Source: an optimization exercise on an open RTL-to-GDS flow (aim: small area, a short achievable clock period and few clock cycles per item). Production flows keep margins and buffers that such runs may drop. The RTL was checked by simulation tests, not by an equivalence proof against the original design. No activity file was given, so power comes from the tool's default toggle rates.

## before
// mf_median
module mf_median (
    input  wire               clk,
    input  wire               rst,         
    input  wire               in_valid,
    output wire               in_ready,
    input  wire signed [31:0] in_value,
    input  wire               in_missing,
    input  wire               in_clear,    
    input  wire        [3:0]  in_m,        
    output reg                out_valid,
    output reg                out_missing,
    output reg  signed [32:0] out_med2     
);
For scale: ~700 flip-flops, ~77 I/O pins, about 0.042 mm2 of cells after synthesis.
export LEC_CHECK = 0
export CAP_MARGIN = 20
export CORE_MARGIN = 2
export CORE_UTILIZATION = 55
export CTS_BUF_LIST = sky130_fd_sc_hd__clkbuf_16
export CTS_CLUSTER_DIAMETER = 100
export CTS_CLUSTER_SIZE = 20
export PLACE_DENSITY = 0.65
export SLEW_MARGIN = 20
create_clock -name core_clock -period 25.0 [get_ports {clk}]
standard.sh (not shown) runs the stock make flow with config.mk's settings and CLKGATE_MAP_FILE= SYNTH_SCRIPT=/design/flow/synth_recipe.tcl, a recipe that flattens the netlist after the stock synthesis.
==> flow/flow/run.sh <==
#!/bin/bash
# The standard layout (the standard.sh: ORFS synthesis through finish), with
# ORFS's repair_timing asked to leave a setup margin, so that it sizes and
# buffers the layout for a shorter achieved period than the 25 ns clock asks for,
# and allowed to resize cells to other footprints. The clock, the I/O delays and
# every other constraint are the design's own. make's output goes to standard.log,
# each ORFS step's to its own log under orfs/logs.
set -euo pipefail
bash standard.sh SETUP_SLACK_MARGIN=18.9 MATCH_CELL_FOOTPRINT=0 finish > standard.log 2>&1
Testbench counts of before, summed over its fixed seeds: cycles 32,032, items 32,000.
### before -> after
- PLACE_DENSITY now 0.72, was 0.65
- CORE_UTILIZATION now 65, was 55
--- a/flow/flow/run.sh
+++ b/flow/flow/run.sh
@@ -7,3 +7,3 @@
 # each ORFS step's to its own log under orfs/logs.
 set -euo pipefail
-bash standard.sh SETUP_SLACK_MARGIN=18.9 MATCH_CELL_FOOTPRINT=0 finish > standard.log 2>&1
+bash standard.sh SETUP_SLACK_MARGIN=19.0 MATCH_CELL_FOOTPRINT=0 finish > standard.log 2>&1
[summary]
Critical path launch point = out_med2[27]$_DFF_P_: before; critical path launch point = out_med2[31]$_DFF_P_: after. Sort after and before by setup slack of the worst register-to-register path asc -> top: after. Row via count: after higher / before lower. On fraction of power spent switching nets, after and before are basically level. after vs before, cell at the slowest stage of the critical path: dfxtp_2 vs dfxtp_1. Summary — cell count, after relative to before: lower, by 103. In after, the clock power came out about 0.7% below the value in before.

---

job 584:
Starting RTL as in the previous note.
==> flow/config.mk <==
export PLATFORM = sky130hd
export DESIGN_NAME = mf_median
export DESIGN_NICKNAME = mf_median
export VERILOG_FILES = /design/flow/design.v
export SDC_FILE = /design/flow/constraint.sdc
export NUM_CORES = 4
export LEC_CHECK = 0
export CAP_MARGIN = 20
export CORE_MARGIN = 2
export CORE_UTILIZATION = 55
export CTS_BUF_LIST = sky130_fd_sc_hd__clkbuf_16
export CTS_CLUSTER_DIAMETER = 100
export CTS_CLUSTER_SIZE = 20
export PLACE_DENSITY = 0.65
export SLEW_MARGIN = 20
==> flow/constraint.sdc <==
create_clock -name core_clock -period 25.0 [get_ports {clk}]
set_input_delay 5.0000 -clock core_clock [delete_from_list [all_inputs] [get_ports {clk}]]
set_output_delay 5.0000 -clock core_clock [all_outputs]
set_load 0.01 [all_outputs]
==> flow/flow/run.sh <==
#!/bin/bash
# The standard layout (the standard.sh: ORFS synthesis through finish), with
# ORFS's repair_timing asked to leave a setup margin, so that it sizes and
# buffers the layout for a shorter achieved period than the 25 ns clock asks for,
# and allowed to resize cells to other footprints. The clock, the I/O delays and
# every other constraint are the design's own. make's output goes to standard.log,
# each ORFS step's to its own log under orfs/logs.
set -euo pipefail
bash standard.sh SETUP_SLACK_MARGIN=19.3 MATCH_CELL_FOOTPRINT=0 finish > standard.log 2>&1
Testbench counts of job 584, summed over its fixed seeds: cycles 32,032, items 32,000.
[inputs] job 5113 vs job 584
# job 584
export LEC_CHECK = 0
export CAP_MARGIN = 20
export CORE_MARGIN = 2
export CORE_UTILIZATION = 55
export CTS_BUF_LIST = sky130_fd_sc_hd__clkbuf_16
export CTS_CLUSTER_DIAMETER = 100
export CTS_CLUSTER_SIZE = 20
export PLACE_DENSITY = 0.65
export SLEW_MARGIN = 20
create_clock -name core_clock -period 25.0 [get_ports {clk}]
# job 5113
export LEC_CHECK = 0
export CAP_MARGIN = 20
export CORE_MARGIN = 2
export CORE_UTILIZATION = 55
export CTS_BUF_LIST = sky130_fd_sc_hd__clkbuf_8
export PLACE_DENSITY = 0.65
export SLEW_MARGIN = 20
create_clock -name core_clock -period 25.0 [get_ports {clk}]
[summary]
Between job 584 and job 5113, the worst hold-check slack is lower for job 5113. Of the two values seen for startpoint of the most critical setup path, out_med2[16] was produced by job 584 and out_valid by job 5113. Est. power | job 5113 vs job 584 | job 5113 higher. Summary: with job 584 as the reference, average vias per placed instance in job 5113 moved down slightly. On post-route clock skew, job 5113 does better than job 584. Looking at job 584 and job 5113, the cell count of the worst hold path is a wash. Power density normalized to cell area: job 5113 vs job 584 up 5.8 mW/mm2.
For job 2638, these inputs were changed with respect to job 5113:
# job 5113
export LEC_CHECK = 0
export CAP_MARGIN = 20
export CORE_MARGIN = 2
export CORE_UTILIZATION = 55
export CTS_BUF_LIST = sky130_fd_sc_hd__clkbuf_8
export PLACE_DENSITY = 0.65
export SLEW_MARGIN = 20
create_clock -name core_clock -period 25.0 [get_ports {clk}]
# job 2638
export LEC_CHECK = 0
export CAP_MARGIN = 10
export CORE_MARGIN = 2
export CORE_UTILIZATION = 55
export CTS_BUF_LIST = sky130_fd_sc_hd__clkbuf_16
export CTS_CLUSTER_DIAMETER = 100
export CTS_CLUSTER_SIZE = 20
export PLACE_DENSITY = 0.65
export SLEW_MARGIN = 10
create_clock -name core_clock -period 25.0 [get_ports {clk}]
Of job 2638 and job 5113, the run reporting the higher maximum level of the CTS H-tree was job 5113.
Share of power burned in the clock network in job 2638 vs job 5113: down 8.0 points
Diff job 5113 -> job 2638 | worst hold slack after final layout | increase of 0.0060 ns
Diff job 5113 -> job 2638 | minimum clock period after layout | decrease of 0.13 ns
Looking at fmax across both flows, job 2638 is the stronger of the two, with job 5113 trailing.
Changes observed in job 2638 relative to job 5113: met2 track utilization from global routing now smaller, combinational group share of total power up 2.7 points.
The following lists how job 4420 was set up differently from job 2638:
# job 2638
export LEC_CHECK = 0
export CAP_MARGIN = 10
export CORE_MARGIN = 2
export CORE_UTILIZATION = 55
export CTS_BUF_LIST = sky130_fd_sc_hd__clkbuf_16
export CTS_CLUSTER_DIAMETER = 100
export CTS_CLUSTER_SIZE = 20
export PLACE_DENSITY = 0.65
export SLEW_MARGIN = 10
create_clock -name core_clock -period 25.0 [get_ports {clk}]
# job 4420
export LEC_CHECK = 0
export CAP_MARGIN = 20
export CORE_MARGIN = 2
export CORE_UTILIZATION = 55
export PLACE_DENSITY = 0.65
export SLEW_MARGIN = 20
create_clock -name core_clock -period 25.0 [get_ports {clk}]
==> run summary <==
- Across job 2638 and job 4420, none had a timing, DRC or antenna violation.
- Job 4420 ends up with a share of total power consumed by net switching that is 2.0 points lower than in job 2638.
- The capturing instance or port of the critical path comes out out_med2[16] in one run and out_med2[6] in the other, namely in job 2638 and job 4420 respectively.
- Job 4420 against job 2638: filler-free cell count of the finished design went up about 1.3%; met2 demand-to-capacity share in global routing ~0 delta; fmax did not really move; number of iterations in the first detailed-routing pass went up by 3.

## what the ideal ports hide
The results above use ideal ports. As a check the final layouts listed here were re-extracted and re-timed, cells and wires unchanged. Step 1: set_driving_cell puts a clkbuf_16 on clk and a buf_2 on each other input, an assumption about the parent block. Step 2 also shifts input and output timing later by t, the mid clock arrival at the registers, as if the neighbouring blocks saw the same clock. Slacks: no drivers / after step 1 / after step 2; pairs: no drivers / after step 1.
run	shift t [ns]	slack for setup (ns)	worst hold slack (ns)	latest minus earliest clock arrival (ns)
before	0.684	18.921 / 18.847 / 18.485	0.337 / 0.337 / 0.337	0.056 / 0.056
after	0.694	18.886 / 18.818 / 18.623	0.333 / 0.333 / 0.333	0.046 / 0.046
job 584	0.680	18.941 / 18.866 / 18.915	0.338 / 0.338 / 0.338	0.052 / 0.052
job 5113	0.823	18.798 / 18.733 / 18.906	0.331 / 0.331 / 0.331	0.034 / 0.034
job 2638	0.688	18.923 / 18.851 / 18.915	0.337 / 0.337 / 0.337	0.055 / 0.055
job 4420	0.705	18.920 / 18.853 / 18.922	0.331 / 0.331 / 0.331	0.042 / 0.042
After both steps every run listed still meets setup and hold. The setup slack of before, which loses most, moves by -0.074 ns with the drivers and by -0.436 ns with both steps.
